This is an optimization exercise on Yosys and OpenROAD, whose aim is small area, a short achievable clock period and few clock cycles per item, not a production implementation.
Function was checked by simulation only, so behaviour that the tests miss may differ from the original.

--- flow/run.sh ---
#!/bin/bash
# synth_recipe.tcl (not shown) runs the flow's synth.tcl, then flattens the netlist and writes it again
# the make line also repeats each setting of config.mk as NAME=value (left out here)
make -C /OpenROAD-flow-scripts/flow DESIGN_CONFIG=/design/flow/config.mk WORK_HOME=/design/flow/orfs CLKGATE_MAP_FILE= SYNTH_SCRIPT=/design/flow/synth_recipe.tcl finish
--- flow/config.mk ---
export PLATFORM = sky130hd
export DESIGN_NAME = plate_backend
export DESIGN_NICKNAME = plate_backend
export VERILOG_FILES = /design/flow/design.v
export SDC_FILE = /design/flow/constraint.sdc
export NUM_CORES = 4
export LEC_CHECK = 0
export CAP_MARGIN = 20
export CORE_MARGIN = 2
export CORE_UTILIZATION = 40
export PLACE_DENSITY = 0.6
export SLEW_MARGIN = 20
--- flow/design.v ---
module seq_div #(
    parameter NW = 34,             
    parameter DW = 18              
) (
    input  wire          clk,
    input  wire          rst,
    input  wire          start,
    input  wire [NW-1:0] dividend,
    input  wire [DW-1:0] divisor,
    output reg           busy,
    output wire [NW-1:0] quotient
);
    localparam CW = $clog2(NW + 1);
    reg [NW-1:0] num;              
    reg [DW-1:0] den;
    reg [DW:0]   rem;
    reg [CW-1:0] count;
    wire [DW+1:0] trial = {rem, num[NW-1]};
    wire          fits  = trial >= {2'b00, den};
    wire [DW+1:0] diff  = trial - {2'b00, den};
    assign quotient = num;
    always @(posedge clk) begin
        if (rst) begin
            busy  <= 1'b0;
            count <= {CW{1'b0}};
        end else if (start) begin
            busy  <= 1'b1;
            num   <= dividend;
            den   <= divisor;
            rem   <= {(DW+1){1'b0}};
            count <= NW[CW-1:0];
        end else if (busy) begin
            rem   <= fits ? diff[DW:0] : trial[DW:0];
            num   <= {num[NW-2:0], fits};
            count <= count - 1'b1;
            if (count == 1) busy <= 1'b0;
        end
    end
endmodule
module plate_backend (
    input  wire        clk,
    input  wire        rst,           
    input  wire        in_valid,
    output wire        in_ready,
    input  wire [15:0] in_v,          
    input  wire [15:0] in_gain_f,     
    input  wire [15:0] in_gain_u,     
    input  wire [15:0] in_ofs_f,      
    input  wire [15:0] in_ofs_u,      
    input  wire [15:0] in_master,     
    input  wire [15:0] in_knee,       
    input  wire        in_split,      
    input  wire        in_dark,       
    input  wire [3:0]  in_depth,      
    input  wire [1:0]  in_dither,     
    input  wire [2:0]  in_px,         
    input  wire [2:0]  in_py,         
    input  wire [2:0]  in_t,          
    input  wire        in_lim_en,     
    input  wire [15:0] in_lim,        
    output wire        out_valid,
    input  wire        out_ready,
    output wire [13:0] out_code
);
    localparam [3:0] S_IDLE   = 4'd0,
                     S_PREP   = 4'd1,
                     S_CLDIV  = 4'd2,
                     S_EVAL   = 4'd3,
                     S_Y2     = 4'd4,
                     S_Y2DIV  = 4'd5,
                     S_Q      = 4'd6,
                     S_QDIV   = 4'd7,
                     S_CHECK  = 4'd8,
                     S_SEARCH = 4'd9,
                     S_DONE   = 4'd10;
    reg [3:0] state;
    reg [15:0] v, gain_f, gain_u, master, knee, lim;
    reg signed [15:0] ofs_f, ofs_u;
    reg        split, dark, lim_en;
    reg [3:0]  depth;
    reg [1:0]  dither;
    reg [2:0]  px, py, t;
    reg [15:0] g;                  
    reg signed [16:0] o;           
    reg [22:0] cl;                 
    reg [15:0] x;
    reg [15:0] yv;                 
    reg [15:0] y2;                 
    reg [13:0] code_x;             
    reg        searching;
    reg [15:0] lo, hi;
    reg [13:0] code_lo;
    reg [13:0] result;
    reg         div_start;
    reg  [33:0] div_num;
    reg  [17:0] div_den;
    wire        div_busy;
    wire [33:0] div_q;
    seq_div #(.NW(34), .DW(18)) u_div (
        .clk(clk), .rst(rst), .start(div_start),
        .dividend(div_num), .divisor(div_den),
        .busy(div_busy), .quotient(div_q)
    );
    assign in_ready  = (state == S_IDLE);
    assign out_valid = (state == S_DONE);
    assign out_code  = result;
    wire [32:0] gprod     = {gain_f, 1'b0} * gain_u + 33'd32768;
    wire [16:0] g_raw     = gprod[32:16];
    wire signed [16:0] o_sum = ofs_f + ofs_u;
    wire [16:0] cur = dark  ? 17'd0 :
                      split ? ((master >= knee) ? {1'b0, master} : {1'b0, knee}) :
                      17'h0FFFF;
    wire [13:0] top = (14'd1 << depth) - 14'd1;
    wire [2:0]  xy   = px ^ py;
    wire [5:0]  b8   = {xy[0], py[0], xy[1], py[1], xy[2], py[2]};
    wire [2:0]  rev_t = {t[0], t[1], t[2]};
    wire [8:0]  idx  = (dither == 2'd1) ? {b8, 3'b100} : {rev_t, b8};
    wire [26:0] th_n = ({idx, 1'b1} * 17'd65535);
    wire [15:0] theta = th_n[25:10];
    wire [33:0] xg     = {x, 1'b0} * g + 34'd32768;
    wire signed [18:0] y_lin = $signed({2'b00, xg[32:16]}) + o;
    wire [15:0] y_clamp = y_lin[18] ? 16'd0 :
                          (y_lin > 19'sd65535) ? 16'hFFFF : y_lin[15:0];
    wire [32:0] yb2 = {yv, 1'b0} * master;
    wire [29:0] q = y2 * top;
    wire [29:0] lim_top = lim * top;
    always @(posedge clk) begin
        div_start <= 1'b0;
        if (rst) begin
            state <= S_IDLE;
        end else begin
            case (state)
            S_IDLE: if (in_valid) begin
                v <= in_v;  gain_f <= in_gain_f;  gain_u <= in_gain_u;
                ofs_f <= in_ofs_f;  ofs_u <= in_ofs_u;
                master <= in_master;  knee <= in_knee;
                split <= in_split;  dark <= in_dark;
                depth <= in_depth;  dither <= in_dither;
                px <= in_px;  py <= in_py;  t <= in_t;
                lim_en <= in_lim_en;  lim <= in_lim;
                state <= S_PREP;
            end
            S_PREP: begin
                g <= g_raw[16] ? 16'hFFFF : g_raw[15:0];
                o <= (o_sum > 17'sd32767)  ? 17'sd32767 :
                     (o_sum < -17'sd32768) ? -17'sd32768 : o_sum;
                x         <= v;
                searching <= 1'b0;
                if (!lim_en || dark || cur == 17'd0) begin
                    cl    <= {9'd0, top};
                    state <= S_EVAL;
                end else begin
                    div_num   <= {4'd0, lim_top};
                    div_den   <= {1'b0, cur};
                    div_start <= 1'b1;
                    state     <= S_CLDIV;
                end
            end
            S_CLDIV: if (!div_start && !div_busy) begin
                cl    <= (div_q > {20'd0, top}) ? {9'd0, top} : div_q[22:0];
                state <= S_EVAL;
            end
            S_EVAL: begin
                if (x == 16'd0 || dark) begin
                    code_x <= 14'd0;
                    state  <= S_CHECK;
                end else begin
                    yv    <= y_clamp;
                    state <= S_Y2;
                end
            end
            S_Y2: begin
                if (split && master >= knee) begin
                    y2    <= yv;
                    state <= S_Q;
                end else begin
                    if (split) begin
                        div_num <= {1'b0, yb2} + {18'd0, knee};
                        div_den <= {1'b0, knee, 1'b0};
                    end else begin
                        div_num <= {1'b0, yb2} + 34'd65535;
                        div_den <= 18'd131070;
                    end
                    div_start <= 1'b1;
                    state     <= S_Y2DIV;
                end
            end
            S_Y2DIV: if (!div_start && !div_busy) begin
                y2    <= div_q[15:0];
                state <= S_Q;
            end
            S_Q: begin
                if (dither == 2'd0) begin
                    div_num <= {3'd0, q, 1'b0} + 34'd65535;
                    div_den <= 18'd131070;
                end else begin
                    div_num <= {4'd0, q} + {18'd0, theta};
                    div_den <= 18'd65535;
                end
                div_start <= 1'b1;
                state     <= S_QDIV;
            end
            S_QDIV: if (!div_start && !div_busy) begin
                code_x <= div_q[13:0];
                state  <= S_CHECK;
            end
            S_CHECK: begin
                if (!searching) begin
                    if ({9'd0, code_x} <= cl) begin
                        result <= code_x;
                        state  <= S_DONE;
                    end else begin
                        searching <= 1'b1;
                        lo      <= 16'd0;
                        code_lo <= 14'd0;
                        hi      <= v - 16'd1;
                        state   <= S_SEARCH;
                    end
                end else begin
                    if ({9'd0, code_x} <= cl) begin
                        lo      <= x;
                        code_lo <= code_x;
                    end else begin
                        hi <= x - 16'd1;
                    end
                    state <= S_SEARCH;
                end
            end
            S_SEARCH: begin
                if (lo < hi) begin
                    x     <= lo + ((hi - lo + 16'd1) >> 1);
                    state <= S_EVAL;
                end else begin
                    result <= code_lo;
                    state  <= S_DONE;
                end
            end
            S_DONE: if (out_ready) state <= S_IDLE;
            default: state <= S_IDLE;
            endcase
        end
    end
endmodule
--- flow/constraint.sdc ---
create_clock -name core_clock -period 11.0 [get_ports {clk}]
set_input_delay 2.2000 -clock core_clock [delete_from_list [all_inputs] [get_ports {clk}]]
set_output_delay 2.2000 -clock core_clock [all_outputs]
set_load 0.01 [all_outputs]
==> flow_summary.yaml <==
logic_synthesis:
  ys.flop_type: "edfxtp_1"
  yosys.area.top_type_share_pct: 27.9
  post-synth-top-area-cell: "fa_1"
  ys_seq_area_share_pct: 20.0
  ys_async_sr_fraction_pct: 0
  synth.distinct_cells: 100
  yosysWarnings: 2
  avgSynthCellArea_um2: 9.44
  synth_edf_count: 446
  synthCells: 7232
  ys_ff_latch: 458
  synth_area_leaders: "fa_1 28%, edfxtp_1 20%, ha_1 14%, inv_1 7.1%, nand2_1 4.9%"
  synthesis.area_mm2: 0.0682
critical_path:
  path_class: "reg2reg"
  crit_top_cell: "fa_1"
  slowest_delay_ns: 0.74
  path_buf_inv: 5
  crit_slowest_cell: "edfxtp_1"
  cp.required_ns: 11.45
  critPathLaunchType: "flip-flop"
  cp-end-kind: "flip-flop"
  r2r_slack_ns: 1.15
  worstPathArrival_ns: 10.29
  r2r_start: "x[8]"
  r2r_cells: 31
  critPathMaxFanout: 19
  timing.rr.end: "yv[14]"
  critical-path-top-delay-family: "adder cells"
place:
  place_ws_ns: 1.08
  gp_congestion: 0.901
  dp_cells: 9383
  place_hpwl_mm: 142
  port_buffers: 165
hold_path:
  hold_depth: 0
  holdPathEnd: "u_div.den[3]"
  hold_path_class: "reg2reg"
  hp-start: "div_den[3]"
die:
  die_x_um: 417
  ios: 166
  die_y_um: 417
  start_util_pct: 40.3
  coreArea_mm2: 0.169
  num_rows: 151
  dieArea_mm2: 0.174
timing:
  slew_violations: 0
  fmax_mhz: 102
  hold_violations: 0
  post-route-period-util_pct: 89.5
  grt_setup_unrepaired: "no"
  finalClockSkew_ns: 0.0433
  period_needed_ns: 9.85
  setup_violations: 0
  worstMarginPinSlew_ns: 1.22
  setup_ws_ns: 1.15
  fin_tns_setup_ns: 0
  max_slew_margin_pct: 18.0
clock_tree:
  clock_path_buffers: 3
  cts_tree: "done"
  numClockSinks: 458
  cts.clk_slew.worst_paths_ns: 0.07
  cts_buffers: 57
  root_buffer: "clkbuf_16"
  clock_latency_ns: 0.71
  cts_htree_levels: 2
  postCtsSetupRepairBufs: 0
  post_cts_resize_count: 0
  postCtsHoldBufs: 0
layout:
  utilization_pct: 43.7
  regArea_mm2: 0.0136
  multiInputGateArea_mm2: 0.0488
  fin_cells: 9494
  finalNetCount: 9078
  fill_cells: 16232
  drive_above_1_share_pct: 4.14
  area_growth_pct: 8.59
grt:
  grt_pass1_vias: 51836
  grt_max_degree: 101
  track_usage_pct: 20.9
  antenna_found_initial: 15
  grt_pass1_wl_mm: 289
  overflow: 0
run_status:
  run_status: "finished clean"
drt:
  drt_iter0_markers: 3552
  wl_mm: 178
  routedWlPerCell_um: 18.8
  drcViolationCount: 0
  antenna_left: 0
  num_vias: 50203
  viasPerCell: 5.29
  first_pass_iters: 8
job:
  maxCapViolCount: 0
==> cells by family (layout without fill, tap and decap cells) <==
family                   after synthesis  in the layout  synth area share [%]
adder cells (fa/ha/maj)             1702           1702                  41.7
XOR/XNOR                             315            315                  4.04
other                                  1             11               0.00550
multiplexers                          85             85                  1.36
buffers and inverters               1590           1624                  8.77
flip-flops                           458            458                  20.0
AO/OA/AOI/OAI                        925            925                  8.88
AND/OR/NAND/NOR                     2156           2156                  15.3
==> per-stage QoR <==
step	instance area [um^2]	hold slack, ns
6_report	74100	0.415
5_1_grt	74100	0.415
4_1_cts	74100	0.414
3_5_place_dp	72100	0.405
3_3_place_gp	72100	0.406
2_1_floorplan	68300	0.400
==> cell usage in the layout (no fill, tap or decap), types with 11 or more instances in the layout <==
cell and count:
inv_1 1292, fa_1 951, nand2_1 891, ha_1 751, edfxtp_1 446, and2_1 435
nor2_1 254, a21oi_1 244, xnor2_1 189, o21ai_0 178, clkdlybuf4s50_1 164, nand3_1 142
a21o_1 127, xor2_1 125, nor3_1 86, nor2b_1 71, mux2_2 63, clkbuf_16 58
buf_4 58, nand2b_1 47, nand4_1 47, a31oi_1 42, and3_1 42, o21bai_1 38
o21a_1 36, nor4_1 34, o211ai_1 31, or2_2 29, a211oi_1 27, mux2i_1 22
a221oi_1 20, or3_1 19, o22ai_1 16, o31ai_1 14, o2111ai_1 12, a21boi_0 12
a31o_2 12, clkinv_1 11, dfxtp_1 11
==> final cells by class <==
class                      instances  area share [%]
multi-input combinational       5192            65.8
timing repair buffer             224            2.84
antenna                            2         0.00675
sequential                       458            18.4
tap                             2218            3.74
inverter                        1293            6.55
clock inverter                    42           0.647
clock buffer                      65            1.99
==> how the worst max path moves through the flow <==
stage          startpoint     endpoint  cells after the start
6_report             x[8]       yv[14]                     31
5_1_grt              x[8]       yv[14]                     32
4_1_cts              x[8]       yv[14]                     29
3_5_place_dp         x[9]       yv[14]                     29
3_3_place_gp         x[8]       yv[14]                     30
2_1_floorplan    depth[2]  div_num[28]                     40
==> Yosys cell counts (all sizes together), types with 42 or more instances <==
cell,instances
clkbuf,280
o21ai,186
inv,1292
nor2,261
xnor2,190
fa,951
a21o,127
nand2,891
a21oi,248
nor3,91
and3,43
a31oi,42
ha,751
nand4,48
nand2b,47
xor2,125
nand3,144
edfxtp,446
and2,437
mux2,63
nor2b,71
==> registers in the layout (all words and copies together), names as in the netlist, 16 cells and up <==
signal / cells
div_num: 34
u_div.num: 34
cl: 23
u_div.rem: 19
div_den: 17
o: 17
u_div.den: 17
g: 16
gain_f: 16
gain_u: 16
hi: 16
knee: 16
lim: 16
lo: 16
master: 16
ofs_f: 16
ofs_u: 16
v: 16
x: 16
y2: 16
yv: 16
==> layer usage <==
layer	track usage, %	vias up	wire length [um]
li1	-	23357	-
met1	29.2	25193	79900
met2	34.0	1415	81900
met3	3.11	232	11600
met4	5.40	6	4870
met5	0	-	89
Testbench counts, summed over its fixed seeds: cycles 394,485, items 3,200.

==> re-timing with driven ports <==
Ports are ideal in the flow. The routed layout listed here was re-timed in OpenROAD. Step 1, drivers: a clkbuf_16 drives clk and a buf_2 each remaining input, both assumed. Step 2, shift: input delay + t, output delay - t, t = (earliest + latest rising clock arrival at the registers) / 2. This alone moves slack from input paths to output paths. Slacks: ideal / step 1 / step 2; pairs: ideal / step 1.
t, ns: 0.764
slack for setup (ns): 1.153 / 1.153 / 1.153
slew at the worst register clock pin (ns): 0.08 / 0.08
worst data-port slew with drivers (ns): 0.11
cell pins on the clock port's net: 1
After both steps setup and hold are still met in this run. The setup slack of this run moves by 0.000 ns with the drivers and by 0.000 ns with both steps.
